Background: an optimization exercise with open tools, aiming at a short achievable clock period and few clock cycles per item. Do not read the settings as production practice. Only simulation tests tie the RTL to the original design; equivalence was not proved.

**design/flow/constraint.sdc**
```tcl
create_clock -name core_clock -period 20.0 [get_ports {clk}]
set_input_delay 4.0000 -clock core_clock [delete_from_list [all_inputs] [get_ports {clk}]]
set_output_delay 4.0000 -clock core_clock [all_outputs]
set_load 0.01 [all_outputs]
```
**design/flow/design.v**
```verilog
module cell_screen (
    input  wire               clk,
    input  wire               rst,
    input  wire               tone_we,
    input  wire [7:0]         tone_addr,
    input  wire [11:0]        tone_data,
    input  wire [11:0]        lev1,
    input  wire [11:0]        lev2,
    input  wire [11:0]        lev3,
    input  wire               in_valid,
    output wire               in_ready,
    input  wire [7:0]         in_pix,
    input  wire signed [15:0] in_err,
    input  wire               in_miss,
    input  wire               in_last,
    input  wire signed [15:0] in_inl,
    input  wire signed [15:0] in_inr,
    output wire               out_valid,
    input  wire               out_ready,
    output wire [1:0]         out_level,
    output wire signed [15:0] out_err,
    output wire               out_last,
    output wire signed [15:0] out_el,
    output wire signed [15:0] out_er
);
    localparam integer CAP = 12;     
    function signed [15:0] clamp16;
        input signed [19:0] v;
        begin
            if (v > 20'sd32767)
                clamp16 = 16'sh7fff;
            else if (v < -20'sd32768)
                clamp16 = 16'sh8000;
            else
                clamp16 = v[15:0];
        end
    endfunction
    function signed [15:0] dr_of;
        input signed [17:0] e;
        input               miss;
        reg   signed [21:0] e7, e5;
        reg   signed [17:0] a, b;
        begin
            e7 = e * 7;
            e5 = e * 5;
            a  = e7 >>> 4;
            b  = e5 >>> 4;
            dr_of = miss ? (a + b) : a;
        end
    endfunction
    reg        tw_we;
    reg [7:0]  tw_addr;
    reg [11:0] tw_data;
    reg [11:0] tone [0:255];
    always @(posedge clk) begin
        tw_we   <= tone_we;
        tw_addr <= tone_addr;
        tw_data <= tone_data;
        if (tw_we)
            tone[tw_addr] <= tw_data;
    end
    reg [11:0] l1, l2, l3;
    reg [11:0] h1, h2, h3;           
    always @(posedge clk) begin
        l1 <= lev1;
        l2 <= lev2;
        l3 <= lev3;
        h1 <= l1 >> 1;
        h2 <= ({1'b0, l1} + {1'b0, l2}) >> 1;
        h3 <= ({1'b0, l2} + {1'b0, l3}) >> 1;
    end
    reg        in_ready_r;
    reg  [4:0] inflight;
    reg        ov;                   
    wire acc = in_valid & in_ready_r;
    wire pop = ov & out_ready;
    wire [4:0] inflight_nx = inflight + {4'd0, acc} - {4'd0, pop};
    always @(posedge clk) begin
        if (rst) begin
            inflight   <= 5'd0;
            in_ready_r <= 1'b1;
        end else begin
            inflight   <= inflight_nx;
            in_ready_r <= (inflight_nx < CAP);
        end
    end
    assign in_ready = in_ready_r;
    reg               i_v;
    reg        [7:0]  i_pix;
    reg signed [15:0] i_err, i_inl, i_inr;
    reg               i_miss, i_last;
    reg               i_first;       
    always @(posedge clk) begin
        i_v    <= acc & ~rst;
        i_pix  <= in_pix;
        i_err  <= in_err;
        i_inl  <= in_inl;
        i_inr  <= in_inr;
        i_miss <= in_miss;
        i_last <= in_last;
        if (rst)
            i_first <= 1'b1;
        else if (i_v)
            i_first <= i_last;
    end
    reg               s1_v;
    reg        [11:0] s1_T;
    reg signed [17:0] s1_P;
    reg               s1_miss, s1_last, s1_first;
    always @(posedge clk) begin
        s1_v     <= i_v & ~rst;
        s1_T     <= tone[i_pix];
        s1_P     <= i_err + (i_first ? i_inl : 16'sd0) + (i_last ? i_inr : 16'sd0);
        s1_miss  <= i_miss;
        s1_last  <= i_last;
        s1_first <= i_first;
    end
    wire signed [19:0] c_TP  = s1_P + $signed({8'd0, s1_T});
    wire signed [19:0] c_Q0  = c_TP;
    wire signed [19:0] c_Q1  = c_TP - $signed({8'd0, l1});
    wire signed [19:0] c_Q2  = c_TP - $signed({8'd0, l2});
    wire signed [19:0] c_Q3  = c_TP - $signed({8'd0, l3});
    wire signed [17:0] c_Ehi = $signed({6'd0, s1_T}) + 18'sd32767
                             - (s1_miss ? 18'sd0 : $signed({6'd0, l3}));
    wire signed [17:0] c_Elo = $signed({6'd0, s1_T}) - 18'sd32768;
    reg               s2_v;
    reg signed [19:0] s2_t1, s2_t2, s2_t3, s2_thi, s2_tlo;
    reg        [19:0] s2_R0, s2_R1, s2_R2, s2_R3;    
    reg        [17:0] s2_G0, s2_G1;                  
    reg        [3:0]  s2_Q0l;                        
    reg signed [19:0] s2_Q0, s2_Q1, s2_Q2, s2_Q3;
    reg signed [17:0] s2_Ehi, s2_Elo;
    reg signed [15:0] s2_CH, s2_CL;
    reg               s2_miss, s2_last, s2_first;
    always @(posedge clk) begin
        s2_v     <= s1_v & ~rst;
        s2_t1    <= $signed({8'd0, h1}) - c_TP;
        s2_t2    <= $signed({8'd0, h2}) - c_TP;
        s2_t3    <= $signed({8'd0, h3}) - c_TP;
        s2_thi   <= 20'sd32767 - s1_P;
        s2_tlo   <= -20'sd32769 - s1_P;
        s2_R0    <= c_Q0 * 7;
        s2_R1    <= c_Q1 * 7;
        s2_R2    <= c_Q2 * 7;
        s2_R3    <= c_Q3 * 7;
        s2_G0    <= c_Q0 * 3;
        s2_G1    <= c_Q0 * 3 - 20'sd4;
        s2_Q0l   <= c_Q0[3:0];
        s2_Q0    <= c_Q0;
        s2_Q1    <= c_Q1;
        s2_Q2    <= c_Q2;
        s2_Q3    <= c_Q3;
        s2_Ehi   <= c_Ehi;
        s2_Elo   <= c_Elo;
        s2_CH    <= dr_of(c_Ehi, s1_miss);
        s2_CL    <= dr_of(c_Elo, s1_miss);
        s2_miss  <= s1_miss;
        s2_last  <= s1_last;
        s2_first <= s1_first;
    end
    reg signed [15:0] d;             
    wire signed [19:0] dx = d;
    wire gt1 = dx > s2_t1;
    wire gt2 = dx > s2_t2;
    wire gt3 = dx > s2_t3;
    wire hi  = dx > s2_thi;
    wire lo  = !(dx > s2_tlo);
    wire [19:0] d20 = dx;
    wire [19:0] sF0 = (d20 << 3) - d20 + s2_R0;
    wire [19:0] sF1 = (d20 << 3) - d20 + s2_R1;
    wire [19:0] sF2 = (d20 << 3) - d20 + s2_R2;
    wire [19:0] sF3 = (d20 << 3) - d20 + s2_R3;
    wire [17:0] sG0 = (d20[17:0] << 1) + d20[17:0] + s2_G0;
    wire [17:0] sG1 = (d20[17:0] << 1) + d20[17:0] + s2_G1;
    wire [3:0] m = d[3:0] + s2_Q0l;
    reg        corr;
    always @(*) begin
        case (m)
            4'd2, 4'd3, 4'd4, 4'd6, 4'd8, 4'd9, 4'd11,
            4'd12, 4'd15:         corr = 1'b1;
            default:             corr = 1'b0;
        endcase
    end
    wire [1:0] kk = gt3 ? 2'd3 : gt2 ? 2'd2 : gt1 ? 2'd1 : 2'd0;
    wire [1:0] k  = s2_miss ? 2'd0 : kk;
    reg signed [15:0] dr_col;
    always @(*) begin
        if (hi)
            dr_col = s2_CH;
        else if (lo)
            dr_col = s2_CL;
        else if (s2_miss)
            dr_col = corr ? sG1[17:2] : sG0[17:2];
        else if (gt3)
            dr_col = sF3[19:4];
        else if (gt2)
            dr_col = sF2[19:4];
        else if (gt1)
            dr_col = sF1[19:4];
        else
            dr_col = sF0[19:4];
    end
    always @(posedge clk) begin
        if (rst)
            d <= 16'sd0;
        else if (s2_v)
            d <= s2_last ? 16'sd0 : dr_col;
    end
    reg               s3_v;
    reg signed [15:0] s3_d, s3_dr;
    reg        [1:0]  s3_k;
    reg               s3_hi, s3_lo;
    reg signed [19:0] s3_Q;
    reg signed [17:0] s3_Ehi, s3_Elo;
    reg               s3_miss, s3_last, s3_first;
    always @(posedge clk) begin
        s3_v     <= s2_v & ~rst;
        s3_d     <= d;
        s3_dr    <= dr_col;
        s3_k     <= k;
        s3_hi    <= hi;
        s3_lo    <= lo;
        case (k)
            2'd0:    s3_Q <= s2_Q0;
            2'd1:    s3_Q <= s2_Q1;
            2'd2:    s3_Q <= s2_Q2;
            default: s3_Q <= s2_Q3;
        endcase
        s3_Ehi   <= s2_Ehi;
        s3_Elo   <= s2_Elo;
        s3_miss  <= s2_miss;
        s3_last  <= s2_last;
        s3_first <= s2_first;
    end
    wire signed [19:0] c_eu = s3_Q + s3_d;
    wire signed [17:0] c_e  = s3_hi ? s3_Ehi : s3_lo ? s3_Elo : c_eu[17:0];
    wire signed [21:0] c_e3 = c_e * 3;
    wire signed [21:0] c_e5 = c_e * 5;
    wire signed [21:0] c_e7 = c_e * 7;
    reg               s4_v;
    reg signed [17:0] s4_e;
    reg signed [17:0] s4_ddl, s4_dd0, s4_dr0;
    reg signed [15:0] s4_dr;
    reg        [1:0]  s4_k;
    reg               s4_miss, s4_last, s4_first;
    always @(posedge clk) begin
        s4_v     <= s3_v & ~rst;
        s4_e     <= c_e;
        s4_ddl   <= c_e3 >>> 4;
        s4_dd0   <= c_e5 >>> 4;
        s4_dr0   <= c_e7 >>> 4;
        s4_dr    <= s3_dr;
        s4_k     <= s3_k;
        s4_miss  <= s3_miss;
        s4_last  <= s3_last;
        s4_first <= s3_first;
    end
    wire signed [17:0] c_ddr = s4_e - s4_dr0 - s4_ddl - s4_dd0;
    reg               s5_v;
    reg signed [17:0] s5_ddl, s5_dd, s5_ddr;
    reg signed [15:0] s5_er;
    reg        [1:0]  s5_k;
    reg               s5_last, s5_first;
    always @(posedge clk) begin
        s5_v     <= s4_v & ~rst;
        s5_ddl   <= s4_ddl;
        s5_dd    <= s4_miss ? 18'sd0 : s4_dd0;
        s5_ddr   <= c_ddr;
        s5_er    <= s4_dr + c_ddr[15:0];
        s5_k     <= s4_k;
        s5_last  <= s4_last;
        s5_first <= s4_first;
    end
    reg               h_v;
    reg        [1:0]  h_k;
    reg signed [18:0] h_acc;         
    reg signed [17:0] h_ddr;         
    reg               h_last;
    reg signed [15:0] h_el, h_er;
    wire               emit   = h_v & (s5_v | h_last);
    wire signed [19:0] fin    = h_acc + (h_last ? 18'sd0 : s5_ddl);
    wire signed [18:0] acc_in = (s5_first ? 18'sd0 : h_ddr) + s5_dd;
    reg               b_v;
    reg        [1:0]  b_level;
    reg        [15:0] b_err, b_el, b_er;
    reg               b_last;
    always @(posedge clk) begin
        if (rst)
            h_v <= 1'b0;
        else if (s5_v)
            h_v <= 1'b1;
        else if (emit)
            h_v <= 1'b0;
        if (s5_v) begin
            h_k    <= s5_k;
            h_acc  <= acc_in;
            h_ddr  <= s5_ddr;
            h_last <= s5_last;
            h_er   <= s5_er;
            if (s5_first)
                h_el <= s5_ddl[15:0];
        end
        b_v     <= emit & ~rst;
        b_level <= h_k;
        b_err   <= clamp16(fin);
        b_last  <= h_last;
        b_el    <= h_el;
        b_er    <= h_er;
    end
    localparam integer W = 2 + 16 + 1 + 16 + 16;
    reg [W-1:0] qb [0:15];
    reg [3:0]   q_wp, q_rp;
    reg [4:0]   q_cnt;
    reg [W-1:0] head;
    wire [W-1:0] b_word = {b_level, b_err, b_last, b_el, b_er};
    wire         take   = !ov | out_ready;      
    wire         q_ne   = (q_cnt != 5'd0);
    wire         from_q = take & q_ne;
    wire         push_q = b_v & !(take & !q_ne);
    wire [W-1:0] cand   = q_ne ? qb[q_rp] : b_word;
    always @(posedge clk) begin
        if (rst) begin
            ov    <= 1'b0;
            q_wp  <= 4'd0;
            q_rp  <= 4'd0;
            q_cnt <= 5'd0;
        end else begin
            if (take)
                ov <= q_ne | b_v;
            if (from_q)
                q_rp <= q_rp + 4'd1;
            if (push_q)
                q_wp <= q_wp + 4'd1;
            q_cnt <= q_cnt + {4'd0, push_q} - {4'd0, from_q};
        end
        if (push_q)
            qb[q_wp] <= b_word;
        if (take)
            head <= cand;
    end
    assign out_valid = ov;
    assign {out_level, out_err, out_last, out_el, out_er} = head;
endmodule
```
**design/flow/config.mk**
```make
export PLATFORM = sky130hd
export DESIGN_NAME = cell_screen
export DESIGN_NICKNAME = cell_screen
export VERILOG_FILES = /design/flow/design.v
export SDC_FILE = /design/flow/constraint.sdc
export NUM_CORES = 4
export LEC_CHECK = 0
export CAP_MARGIN = 20
export CORE_MARGIN = 2
export CORE_UTILIZATION = 40
export SLEW_MARGIN = 20
```
**design/flow/run.sh**
```bash
#!/bin/bash
# synth_recipe.tcl (not shown) runs the flow's synth.tcl, then flattens the netlist and writes it again
# the make line also repeats each setting of config.mk as NAME=value (left out here)
make -C /OpenROAD-flow-scripts/flow DESIGN_CONFIG=/design/flow/config.mk WORK_HOME=/design/flow/orfs CLKGATE_MAP_FILE= SYNTH_SCRIPT=/design/flow/synth_recipe.tcl finish
```
==> summary.txt <==
state kept, by name (all words and copies together), names as in the netlist, 19 cells and up, named ones only:
name	count
s2_R2	19
s2_R3	19
s2_t3	20
s2_t1	20
head	51
s2_tlo	19
s2_R1	19
qb	816
tone	3072
s2_t2	20
h_acc	19
cell families after synthesis:
family,count (synthesis)
fa+ha+maj,942
simple gates,1501
compound gates,1168
buf+inv,1275
xor+xnor,493
flops,4868
mux,1391
worst register-to-register path: cells and delay by family (launching register included):
kind / cells / cell delay [ns]
buffers and inverters: 6 / 0.92
AOI/OAI and AO/OA: 14 / 3.52
adders and majority gates: 5 / 1.67
DFF: 1 / 0.31
and+or+nand+nor: 4 / 0.43
muxes: 1 / 0.12
xor gates and xnor gates: 2 / 0.68
stage by stage:
stage,cell area [um^2],setup WS [ns],cells
global placement,215000,12.26,18400
CTS,232000,12.27,19300
floorplan,204000,10.19,11600
global route,232000,11.64,19300
detailed placement,215000,12.23,18400
finish,232000,12.21,19300
final cells by class:
class / count / area (um^2)
repair buffers: 395 / 3570
well taps: 6732 / 8420
clock buffers: 631 / 13400
fillers: 43000 / 277000
multi-input cells: 5495 / 62600
clock inverters: 271 / 3010
inverters: 891 / 3340
flip-flops and latches: 4868 / 138000
diodes: 18 / 45.0
worst min-delay path by stage:
stage	from	to	slack [ns]	cells past startpoint
after global routing	s3_miss	s4_miss	0.32	0
after floorplan	i_miss	s1_miss	0.31	0
final	s3_miss	s4_miss	0.30	0
after CTS	s3_miss	s4_miss	0.30	0
after detailed placement	s2_first	s3_first	0.31	0
after global placement	s1_last	s2_last	0.31	0
routing by layer:
layer | share of wire | vias to the layer above | global-route usage
li1 | - | 46100 | -
met1 | 0.43 | 55300 | 0.268
met2 | 0.49 | 3097 | 0.315
met3 | 0.053 | 696 | 0.0230
met4 | 0.029 | 4 | 0.0532
met5 | 0.000054 | - | 0
cell usage after synthesis, types with 27 or more instances:
library cell	number
edfxtp_1	4011
mux4_2	1276
inv_1	888
dfxtp_1	857
ha_1	762
nor2_1	590
xnor2_1	360
nand2_1	353
a21oi_1	349
clkbuf_1	286
o21ai_0	260
fa_1	180
xor2_1	132
nor2b_1	123
a21o_1	96
nor3_1	89
mux2_2	84
nand3_1	76
o21bai_1	74
o21a_1	60
buf_2	58
and2_1	51
or3_1	44
nand2b_1	43
a21boi_0	40
buf_1	38
and3_1	32
mux2i_1	31
o211ai_1	31
nand4_1	30
a31oi_1	27
==> flow_summary.yaml <==
sta:
  clock_skew_ns: 0.0726
  max_freq_mhz: 128
  hold_viol_final: 0
  totalNegativeSetupSlack_ns: 0
  tightest_slew_ns: 1.22
  min_period_over_period: 0.390
  whs_ns: 0.295
  rsz0062_at_grt: "false"
  post-route-min-period_ns: 7.79
  maxSlewHeadroom: 0.182
  final-setup-viol-count: 0
  slew_violations: 0
global_route:
  antenna_found_initial: 22
  grt_max_degree: 225
  grt_pass1_vias: 107000
  grt_pass1_wl_mm: 736
  grt_use_total: 0.191
  grt.overflow.total: 0
yosys:
  ys_async_sr_fraction: 0
  synth_area_leader_cell: "edfxtp_1"
  synth_cells: 11600
  synth-compound-area-share: 0.0368
  synthTopCellsByArea: "edfxtp_1, mux4_2, dfxtp_1"
  synth_nets: 12700
  synth.avg_cell_area_um2: 17.6
  synth_warnings: 1
  ys_seq_area_frac: 0.673
  synth_ff_type: "edfxtp_1"
  synthMuxAreaShare: 0.147
  synthXorXnorAreaFrac: 0.0212
  synth_top_family_by_area: "multiplexers"
  ys_seq_elements: 4868
  synth_simple_gate_area_frac: 0.0341
  synth-edff-count: 4011
  synthesis.area_um2: 204000
  synth_top_area_share: 0.589
  yosysUniqueCellTypes: 98
  synth_fa_ha_area_frac: 0.0643
critical_path:
  cpPeakStageDelay_ns: 0.51
  cp_num_buf_inv: 6
  startpoint_type: "flip-flop"
  crit_cells: 32
  r2r_cells: 32
  cp-endpoint: "s2_CH[15]"
  crit_slowest_cell: "xor2_1"
  r2r_slack_ns: 12.21
  path_class: "flip-flop to flip-flop"
  end_kind: "flip-flop"
  rr_startpoint: "s1_miss"
  r2r_end: "s2_CH[15]"
  crit_family: "compound AO/OA/AOI/OAI gates"
  worst_path_most_repeated_cell: "a21oi_1"
  critPathRequiredTime_ns: 20.85
  crit_fanout: 30
  startpoint: "s1_miss"
  cp.arrival_ns: 8.64
clocking:
  clock_latency_ns: 1.01
  cts_max_level: 5
  clkTransAtPathRegs_ns: 0.06
  cts_resized: 0
  root_buffer: "clkbuf_16"
  cts_sinks: 4868
  cts_made_buffers: 483
  cts_setup_buffers: 0
  clock_path_buffers: 4
  cts_hold_buffers: 0
  cts_tree: "done"
drt:
  drtIter0Drc: 9978
  antenna_left: 0
  via_per_inst: 5.45
  num_vias: 105000
  drc_errors: 0
  avgRoutedWirePerCell_um: 26.1
  drt_wl_total_mm: 503
  firstDrtPassIters: 5
finish:
  nNetsFinal: 13200
  area_growth_pct: 13.5
  final_util: 0.456
  final_cell_mix: "edfxtp_1, mux4_2, inv_1"
  drive_gt1_frac: 0.209
  layout_commonest_cell: "edfxtp_1"
run:
  drv_cap: 0
die:
  die-area_um2: 517000
  core_um2: 509000
  num_io_pins: 172
  fp.dieH_um: 719
  die_x_um: 719
  placementRows: 262
  start_util: 0.402
placement:
  io_buffers: 171
  hpwl_mm: 327
  gp_congestion: 0.868
worst_hold_path:
  min_path_type: "flip-flop to flip-flop"
outcome:
  status: "no timing/DRC/antenna violations"
Testbench counts, summed over its fixed seeds: cycles 190,344, items 190,272.

[what the ideal ports hide]
In the flow no input, the clock included, has a driving cell. The finished layout below was timed again as built, in two steps.
Step 1 assumes that a clkbuf_16 drives the clock port and a buf_2 every other input.
Step 2 also shifts input and output timing later by t, the mid clock arrival at the registers, as if the neighbouring blocks saw the same clock.
Three values: no drivers, after step 1, after step 2; two values: the first two.
t (ns): 1.097
setup WS [ns]: 12.207 / 12.207 / 12.207
latest minus earliest clock arrival (ns): 0.104 / 0.105
worst register clock-pin slew, ns: 0.07 / 0.07
After both steps setup and hold are still met in this run. For this run, drivers alone change the setup slack by 0.000 ns; drivers and shift together by 0.000 ns.
